Background: an optimization exercise with open tools, aiming at small area, a short achievable clock period and few clock cycles per item. Do not read the settings as production practice.
RTL that was checked went through simulation tests only; none was proved equivalent to the original.

==> flow/design.v <==
module par_engine (
    input  wire         clk,
    input  wire         rst_n,
    input  wire         in_valid,
    output wire         in_ready,
    input  wire         in_first,
    input  wire         in_last,
    input  wire [1:0]   in_kind,      
    input  wire [3:0]   in_sheet,
    input  wire [127:0] in_data,
    input  wire [1:0]   cfg_nerase,
    input  wire [3:0]   cfg_sx,
    input  wire [3:0]   cfg_sy,
    output reg          out_valid,
    input  wire         out_ready,
    output reg  [127:0] out_a,
    output reg  [127:0] out_b,
    output reg          out_lost
);
    function [7:0] xtime;
        input [7:0] a;
        xtime = {a[6:0], 1'b0} ^ (a[7] ? 8'h1D : 8'h00);
    endfunction
    function [7:0] gf_mul;
        input [7:0] a;
        input [7:0] b;
        integer i;
        reg [7:0] p, aa;
        begin
            p  = 8'h00;
            aa = a;
            for (i = 0; i < 8; i = i + 1) begin
                if (b[i]) p = p ^ aa;
                aa = xtime(aa);
            end
            gf_mul = p;
        end
    endfunction
    localparam [247:0] E_TAB = 248'h261387CDE8743A1D80402010080402018E47ADD86C361B83CFE9FA7DB0582C;
    localparam [247:0] Z_TAB = 248'h8AC0E48574FBA9A0545FED729DA7F400F5A69C73EC5E55A1A8FA7584E5C18B;
    reg          s1_v;
    reg          s1_first;
    reg          s1_last;
    reg  [1:0]   s1_kind;
    reg  [3:0]   s1_sheet;
    reg  [127:0] s1_d;
    reg  [1:0]   g_n;
    reg  [3:0]   g_sx;
    reg  [3:0]   g_sy;
    reg          ready_r;
    assign in_ready = ready_r;
    wire take = in_valid && ready_r;
    always @(posedge clk) begin
        s1_v     <= rst_n && take;
        s1_first <= in_first;
        s1_last  <= in_last;
        s1_kind  <= in_kind;
        s1_sheet <= in_sheet;
        s1_d     <= in_data;
        if (take && in_first) begin
            g_n  <= cfg_nerase;
            g_sx <= cfg_sx;
            g_sy <= cfg_sy;
        end
    end
    wire       n0 = (g_n == 2'd0);
    wire       n1 = (g_n == 2'd1);
    wire       n2 = g_n[1];
    wire [3:0] r  = n2 ? g_sy : n1 ? g_sx : 4'd0;
    wire [3:0] s_e = (s1_kind == 2'd2) ? 4'd0 : s1_sheet;
    wire [4:0] e  = {1'b0, s_e} + 5'd15 - {1'b0, r};
    wire [7:0] we = E_TAB[8*e +: 8];
    wire [4:0] d  = {1'b0, g_sx} + 5'd15 - {1'b0, g_sy};
    wire [7:0] z  = n2 ? Z_TAB[8*d +: 8] : 8'h01;
    reg [7:0] v;
    always @(*) begin
        case (s1_kind)
            2'd0:    v = {we[7:1], we[0] ^ n2};
            2'd1:    v = {7'd0, n2};
            2'd2:    v = n0 ? 8'h00 : we;
            default: v = 8'h00;
        endcase
    end
    wire [7:0] coef = gf_mul(z, v);
    reg          s2_v;
    reg          s2_last;
    reg          s2_clr;      
    reg          s2_binc;     
    reg          s2_p;
    reg          s2_q;
    reg  [1:0]   s2_n;
    reg  [7:0]   s2_c;
    reg  [127:0] s2_d;
    always @(posedge clk) begin
        s2_v    <= rst_n && s1_v;
        s2_last <= s1_last;
        s2_clr  <= s1_v && s1_first;
        s2_binc <= s1_v && (s1_kind == 2'd0 || (s1_kind == 2'd1 && !n0));
        s2_p    <= s1_v && (s1_kind == 2'd1);
        s2_q    <= s1_v && (s1_kind == 2'd2);
        s2_n    <= g_n;
        s2_c    <= s1_v ? coef : 8'd0;
        s2_d    <= s1_d;
    end
    reg  [127:0] acc_a_n;
    reg  [127:0] acc_b_n;
    wire [127:0] acc_a = ~acc_a_n;
    wire [127:0] acc_b = ~acc_b_n;
    reg          g_sp;
    reg          g_sq;
    reg          a_done;      
    reg [63:0] cols;
    integer j;
    always @(*) begin
        cols[7:0] = s2_c;
        for (j = 1; j < 8; j = j + 1)
            cols[8*j +: 8] = xtime(cols[8*(j-1) +: 8]);
    end
    reg [127:0] nxt_a;
    reg [127:0] nxt_b;
    integer l, b;
    always @(*) begin
        for (l = 0; l < 16; l = l + 1) begin
            nxt_a[8*l +: 8] = s2_clr ? 8'h00 : acc_a[8*l +: 8];
            for (b = 0; b < 8; b = b + 1)
                if (s2_d[8*l + b]) nxt_a[8*l +: 8] = nxt_a[8*l +: 8] ^ cols[8*b +: 8];
        end
        nxt_b = (s2_clr ? 128'd0 : acc_b) ^ (s2_binc ? s2_d : 128'd0);
    end
    wire nxt_sp = (!s2_clr && g_sp) || s2_p;
    wire nxt_sq = (!s2_clr && g_sq) || s2_q;
    wire r_n0 = (s2_n == 2'd0);
    wire r_n1 = (s2_n == 2'd1);
    wire r_n2 = s2_n[1];
    wire res_lost = r_n1 ? !(nxt_sp || nxt_sq) : r_n2 ? !(nxt_sp && nxt_sq) : 1'b0;
    wire a_from_b = r_n0 || (r_n1 && nxt_sp);
    wire [127:0] res_a = res_lost ? 128'd0 : (a_from_b ? nxt_b : nxt_a);
    wire [127:0] res_b = (res_lost || r_n1) ? 128'd0 : r_n0 ? nxt_a : (nxt_a ^ nxt_b);
    wire fin      = (s2_v && s2_last) || a_done;
    wire out_free = !out_valid;
    wire out_load = fin && out_free;
    wire n_s1last = take && in_last;
    wire n_fin    = (s1_v && s1_last) || (fin && !out_free);
    wire n_ov     = out_load || (out_valid && !out_ready);
    wire n_ready  = !((n_s1last || (n_fin && n_ov)) && (n_fin || n_ov));
    always @(posedge clk) begin
        acc_a_n <= ~nxt_a;
        acc_b_n <= ~nxt_b;
        g_sp  <= nxt_sp;
        g_sq  <= nxt_sq;
        if (out_load) begin
            out_a    <= res_a;
            out_b    <= res_b;
            out_lost <= res_lost;
        end
        if (!rst_n) begin
            a_done    <= 1'b0;
            out_valid <= 1'b0;
            ready_r   <= 1'b1;
        end else begin
            a_done    <= fin && !out_free;
            out_valid <= n_ov;
            ready_r   <= n_ready;
        end
    end
endmodule
clock: 22.0 ns
lec_check: 0
cap_margin: 20
core_margin: 2
core_utilization: 55
cts_buf_list: sky130_fd_sc_hd__clkbuf_16
cts_cluster_diameter: 100
cts_cluster_size: 24
slew_margin: 20
standard.sh (not shown) runs the stock make flow with config.mk's settings and CLKGATE_MAP_FILE= SYNTH_SCRIPT=/design/flow/synth_recipe.tcl, a recipe that flattens the netlist after the stock synthesis.
==> flow/flow/run.sh <==
#!/bin/bash
set -euo pipefail
export BUFFER_PORTS_ARGS="-buffer_cell sky130_fd_sc_hd__buf_2"
export CTS_ARGS="-sink_clustering_enable -repair_clock_nets -sink_clustering_size 24 -sink_clustering_max_diameter 100 -buf_list sky130_fd_sc_hd__clkbuf_16 -sink_clustering_levels 1 -dont_use_dummy_load"
bash standard.sh > flow.log 2>&1
Testbench counts at the start, summed over its fixed seeds: cycles 24,088, items 3,200.
Edit:
--- a/flow/design.v
+++ b/flow/design.v
@@ -48,18 +48,27 @@
     reg  [3:0]   g_sx;
     reg  [3:0]   g_sy;
     reg          ready_r;
     assign in_ready = ready_r;
     wire take = in_valid && ready_r;
+    reg          fresh;
     always @(posedge clk) begin
+        if (!rst_n)
+            fresh <= 1'b1;
+        else if (take)
+            fresh <= 1'b0;
         s1_v     <= rst_n && take;
-        s1_first <= in_first;
+        s1_first <= in_first || fresh;
         s1_last  <= in_last;
         s1_kind  <= in_kind;
         s1_sheet <= in_sheet;
         s1_d     <= in_data;
-        if (take && in_first) begin
+        if (!rst_n) begin
+            g_n  <= 2'd0;
+            g_sx <= 4'd0;
+            g_sy <= 4'd0;
+        end else if (take && in_first) begin
             g_n  <= cfg_nerase;
             g_sx <= cfg_sx;
             g_sy <= cfg_sy;
         end
     end
@@ -107,10 +116,11 @@
     wire [127:0] acc_a = ~acc_a_n;
     wire [127:0] acc_b = ~acc_b_n;
     reg          g_sp;
     reg          g_sq;
     reg          a_done;      
+    reg          out_free_r;  
     reg [63:0] cols;
     integer j;
     always @(*) begin
         cols[7:0] = s2_c;
         for (j = 1; j < 8; j = j + 1)
@@ -132,12 +142,19 @@
     wire r_n0 = (s2_n == 2'd0);
     wire r_n1 = (s2_n == 2'd1);
     wire r_n2 = s2_n[1];
     wire res_lost = r_n1 ? !(nxt_sp || nxt_sq) : r_n2 ? !(nxt_sp && nxt_sq) : 1'b0;
     wire a_from_b = r_n0 || (r_n1 && nxt_sp);
-    wire [127:0] res_a = res_lost ? 128'd0 : (a_from_b ? nxt_b : nxt_a);
-    wire [127:0] res_b = (res_lost || r_n1) ? 128'd0 : r_n0 ? nxt_a : (nxt_a ^ nxt_b);
+    wire hold = !out_free_r;
+    wire ld   = out_free_r && !res_lost;
+    wire fa_a = ld && !a_from_b;           
+    wire fa_b = ld && a_from_b;            
+    wire fb_a = ld && !r_n1;               
+    wire fb_b = ld && r_n2;                
+    wire [127:0] d_a = (out_a & {128{hold}}) | (nxt_a & {128{fa_a}}) | (nxt_b & {128{fa_b}});
+    wire [127:0] d_b = (out_b & {128{hold}}) | ((nxt_a & {128{fb_a}}) ^ (nxt_b & {128{fb_b}}));
+    wire         d_l = (out_lost & hold) | (res_lost && out_free_r);
     wire fin      = (s2_v && s2_last) || a_done;
     wire out_free = !out_valid;
     wire out_load = fin && out_free;
     wire n_s1last = take && in_last;
     wire n_fin    = (s1_v && s1_last) || (fin && !out_free);
@@ -146,21 +163,21 @@
     always @(posedge clk) begin
         acc_a_n <= ~nxt_a;
         acc_b_n <= ~nxt_b;
         g_sp  <= nxt_sp;
         g_sq  <= nxt_sq;
-        if (out_load) begin
-            out_a    <= res_a;
-            out_b    <= res_b;
-            out_lost <= res_lost;
-        end
+        out_a    <= d_a;
+        out_b    <= d_b;
+        out_lost <= d_l;
         if (!rst_n) begin
             a_done    <= 1'b0;
             out_valid <= 1'b0;
+            out_free_r <= 1'b1;
             ready_r   <= 1'b1;
         end else begin
             a_done    <= fin && !out_free;
             out_valid <= n_ov;
+            out_free_r <= !n_ov;
             ready_r   <= n_ready;
         end
     end
 endmodule
The new run passed the timing, DRC and antenna checks.
Cell area fell by about 2%.
Critical path depth decreases by 14.
Clock skew falls by 0.0064 ns.
Clock-buffer cell count does not change.
Via count went up by 4.8%.
Setup slack improves by 0.40 ns.
Global-route usage rises by 0.63 points.
Routed wire length came out higher by 1.4%.
Register-to-register slack improves by 0.44 ns.
Utilization falls by 0.21 points.
Function not checked in the second run of this note: the RTL went through the layout flow alone.

==> re-timing with driven ports <==
Ports are ideal in the flow. The routed layouts listed here were re-timed in OpenROAD.
Step 1: set_driving_cell puts a clkbuf_16 on clk and a buf_2 on each other input, an assumption about the parent block.
Step 2 adds t to the input delays and takes it off the output delays; t is the mean of the earliest and latest rising clock arrival at the registers after step 1. Input paths then give back, and output paths get back, about the clock's delay inside the block.
Slacks: ideal ports / drivers / drivers and shift; pairs: ideal ports / drivers.
| run | t, ns | slack for setup (ns) | worst setup path after step 2 |
|---|---|---|---|
| the first run | 0.665 | 15.954 / 15.954 / 15.954 | register to register |
| the second run | 0.657 | 16.355 / 16.288 / 16.393 | register to register |
After both steps setup and hold are still met in every run listed.
